What follows belongs to an exercise in optimizing a design on an open flow for small area and a short achievable clock period; a production flow would make more cautious choices. Function was checked by simulation only, so behaviour that the tests miss may differ from the original.

Setup of ember:
Design nr_temporal, start of the top module:
module nr_temporal (
    input  wire        clk,
    input  wire        rst,
    input  wire        cfg_we,
    input  wire [5:0]  cfg_addr,
    input  wire [31:0] cfg_wdata,
    input  wire        in_valid,
    input  wire [15:0] in_cur,      
    input  wire [15:0] in_ref,      
    input  wire        in_ref_ok,   
    input  wire [1:0]  in_x,        
    input  wire [1:0]  in_y,        
    output reg         out_valid,
    output reg  [15:0] out_pix
);
clock: 80.0 ns
lec_check: 0
cap_margin: 5
core_margin: 2
core_utilization: 75
cts_cluster_diameter: 100
cts_cluster_size: 25
slew_margin: 5
standard.sh (not shown) runs the stock make flow with config.mk's settings and CLKGATE_MAP_FILE= SYNTH_SCRIPT=/design/flow/synth_recipe.tcl, a recipe that flattens the netlist after the stock synthesis.
==> flow/flow/run.sh <==
#!/bin/bash
# The standard layout (the standard.sh: standard synthesis and the ORFS
# flow to the final layout), with the input and output port buffers made of
# plain buffers (sky130_fd_sc_hd__buf_2) instead of the resizer's default
# pick. Every port still gets its own buffer.
set -o pipefail
export BUFFER_PORTS_ARGS="-buffer_cell sky130_fd_sc_hd__buf_2"
bash standard.sh finish > standard.log 2>&1
## Diff of input files: umber against ember
- swapping 5 for 10 in CAP_MARGIN
- putting GPL_TIMING_DRIVEN at 0 where nothing was set
- putting GPL_ROUTABILITY_DRIVEN at 0 where nothing was set
- swapping 75 for 65 in CORE_UTILIZATION
- swapping 5 for 10 in SLEW_MARGIN
## What came out
out_pix[2]$_DFF_P_ as the start point of the critical path was reported by ember, and out_pix[1]$_DFF_P_ by umber. Delta (umber minus ember): die area grew by about 15%, post-detailed-route via-to-cell ratio shrank by about 2.7%. For ember, the destination of the critical timing path was out_pix[2], unlike umber, where it was out_pix[1]. Looking only at post-route core utilization, and setting everything else aside, the lower value of ember and umber goes to umber. Of the two candidates, ember has the better worst-case setup slack after placement and umber the worse one.
Input changes introduced in onyx (baseline for comparison: umber):
- a change of CTS_CLUSTER_SIZE from 25 to 30
- a change of CORE_UTILIZATION from 65 to 75
- a change of CAP_MARGIN from 10 to 5
- a deleted GPL_ROUTABILITY_DRIVEN that had been 0
- a change of SLEW_MARGIN from 10 to 5
- a deleted GPL_TIMING_DRIVEN that had been 0
Findings:
onyx vs umber: sequential share of layout area up in onyx. The lower clock period minus worst slack came out of onyx. umber → onyx: wire length of the first global-routing pass decreased 9.5%. Taking umber as the reference, in onyx count of placed standard cells including taps went down 507; number of cells produced by synthesis comparable; wire length saw a decrease.
Relative to onyx, the following input files were edited for juniper:
- CTS_CLUSTER_SIZE now 25, was 30
- CTS_CLUSTER_DIAMETER now 150, was 100
Notes after the runs:
- In the tables for juniper and onyx, final hold slack reads higher with juniper.
- On proportion of cell area spent on the clock network: between juniper and onyx, it ends up lower for juniper.
- juniper reports a lower time the worst path needs with I/O delays and setup than onyx does.
- On sequential share of layout area, juniper and onyx are basically level.
- Detailed-routed wire length on met2: juniper vs onyx — no meaningful difference
- Looking at first-pass iteration count of the detailed router, juniper sits above onyx.
- On global-route usage, juniper and onyx are basically level.
- From onyx to juniper, sequential cell count did not move at all.
- Wire length delta (onyx -> juniper): insignificant
## Diff of input files: tundra against juniper
- CTS_CLUSTER_DIAMETER changed from 150 to 60
- CTS_CLUSTER_SIZE changed from 25 to 20
[summary]
- In the tables for juniper and tundra, via count of the first global-routing pass reads higher with tundra.
- Between juniper and tundra, the sequential share of layout area is lower for tundra.
- tundra against juniper: post-synthesis to final-layout area growth went up by 1.9 points, relative area of clock buffers and inverters in the final design went up by 1.8 points, maximum frequency went down by 0.44%.
- Relative to juniper, the TritonCTS buffer count measured on tundra has increased by more than half.

========
## job 6181
Starting RTL as in the previous note.
## nr_temporal
module nr_temporal (
    input  wire        clk,
    input  wire        rst,
    input  wire        cfg_we,
    input  wire [5:0]  cfg_addr,
    input  wire [31:0] cfg_wdata,
    input  wire        in_valid,
    input  wire [15:0] in_cur,      
    input  wire [15:0] in_ref,      
    input  wire        in_ref_ok,   
    input  wire [1:0]  in_x,        
    input  wire [1:0]  in_y,        
    output reg         out_valid,
    output reg  [15:0] out_pix
);
    reg [16*17-1:0] nz_e;      
    reg [16*16-1:0] nz_o;      
    reg [5:0]  kspan;     
    reg [7:0]  mg_lo, mg_hi;
    reg        dither;
    reg [1:0]  bsel;      
    reg        cw_rst;
    reg        cw_we;
    reg [5:0]  cw_addr;
    reg [23:0] cw_data;
    always @(posedge clk) begin
        cw_rst  <= rst;
        cw_we   <= cfg_we & ~rst;
        cw_addr <= cfg_addr;
        cw_data <= cfg_wdata[23:0];
    end
    integer n;
    always @(posedge clk) begin
        if (cw_rst) begin
            for (n = 0; n < 17; n = n + 1)
                nz_e[16*n +: 16] <= 16'd16;
            for (n = 0; n < 16; n = n + 1)
                nz_o[16*n +: 16] <= 16'd16;
            kspan  <= 6'd48;
            mg_lo  <= 8'd32;
            mg_hi  <= 8'd64;
            dither <= 1'b0;
            bsel   <= 2'd2;
        end else if (cw_we) begin
            for (n = 0; n < 17; n = n + 1)
  ...
==> flow/config.mk <==
export PLATFORM = sky130hd
export DESIGN_NAME = nr_temporal
export DESIGN_NICKNAME = nr_temporal
export VERILOG_FILES = /design/flow/design.v
export SDC_FILE = /design/flow/constraint.sdc
export NUM_CORES = 4
export LEC_CHECK = 0
export CAP_MARGIN = 10
export CORE_MARGIN = 2
export CORE_UTILIZATION = 65
export CTS_CLUSTER_DIAMETER = 100
export CTS_CLUSTER_SIZE = 25
export SLEW_MARGIN = 10
==> flow/constraint.sdc <==
create_clock -name core_clock -period 80.0 [get_ports {clk}]
set_input_delay 16.0000 -clock core_clock [delete_from_list [all_inputs] [get_ports {clk}]]
set_output_delay 16.0000 -clock core_clock [all_outputs]
set_load 0.01 [all_outputs]
Scripts as last shown in full above: flow/flow/run.sh
Relative to job 6181, the following input files were edited for job 9611:
- swapping 10 for 5 in CAP_MARGIN
- swapping 25 for 35 in CTS_CLUSTER_SIZE
- swapping 100 for 60 in CTS_CLUSTER_DIAMETER
- swapping 10 for 5 in SLEW_MARGIN
- swapping 65 for 75 in CORE_UTILIZATION
- Job 9611: done, clean on timing, DRC and antenna
- Lower final standard cell utilization of the core goes to job 6181 over job 9611.
- Taking job 6181 as the reference, in job 9611 setup clock skew after layout saw an increase, vias after detailed routing saw an increase, sequential fraction of the synthesis area saw little to no change.
The inputs of job 4841 differ from those of job 9611 as listed below.
- SLEW_MARGIN: 5 -> 10
- CORE_UTILIZATION: 75 -> 55
- CTS_CLUSTER_DIAMETER: 60 -> 80
- CTS_CLUSTER_SIZE: 35 -> 30
- CAP_MARGIN: 5 -> 10
Relative to job 9611, setup slack decreased by 3.8 ps in job 4841.
Job 4841 against job 9611: number of global-route vias before repair shows a reduction of about 6%, final hold slack +26 ps, sequential cell area ~0 delta.

-- re-timing with driven ports --
The flow's constraints put no driver on any port. The routed layouts listed below were extracted and timed again, unchanged, in two steps.
Step 1 assumes that a clkbuf_16 drives the clock port and a buf_2 every other input.
Step 2 moves the port delays by t, midway between the first and last clock arrival at a register: inputs arrive t later, outputs are due t later. That takes back most of the time a late clock gives input paths.
Three values: ideal ports, drivers, drivers and shift; two values: the first two.
run | shift t [ns] | setup WS [ns] | hold slack, ns | worst setup path at the end | clock arrival spread, ns
ember | 0.682 | 62.932 / 62.863 / 63.136 | 0.315 / 0.315 / 0.315 | input to register | 0.035 / 0.035
umber | 0.704 | 62.881 / 62.805 / 62.686 | 0.321 / 0.321 / 0.321 | input to register | 0.063 / 0.063
onyx | 0.678 | 62.932 / 62.858 / 63.137 | 0.315 / 0.315 / 0.315 | input to register | 0.043 / 0.043
juniper | 0.667 | 62.957 / 62.885 / 63.127 | 0.326 / 0.326 / 0.326 | input to register | 0.024 / 0.024
tundra | 0.742 | 62.881 / 62.807 / 63.142 | 0.303 / 0.303 / 0.303 | input to register | 0.073 / 0.073
job 6181 | 0.702 | 62.897 / 62.821 / 63.164 | 0.322 / 0.322 / 0.322 | input to register | 0.076 / 0.076
job 9611 | 0.730 | 62.864 / 62.792 / 63.183 | 0.309 / 0.309 / 0.309 | input to register | 0.079 / 0.079
job 4841 | 0.748 | 62.860 / 62.781 / 63.164 | 0.335 / 0.335 / 0.335 | input to register | 0.077 / 0.078
After both steps setup and hold are still met in every run listed. For umber, which loses most, drivers alone change the setup slack by -0.076 ns; drivers and shift together by -0.195 ns.
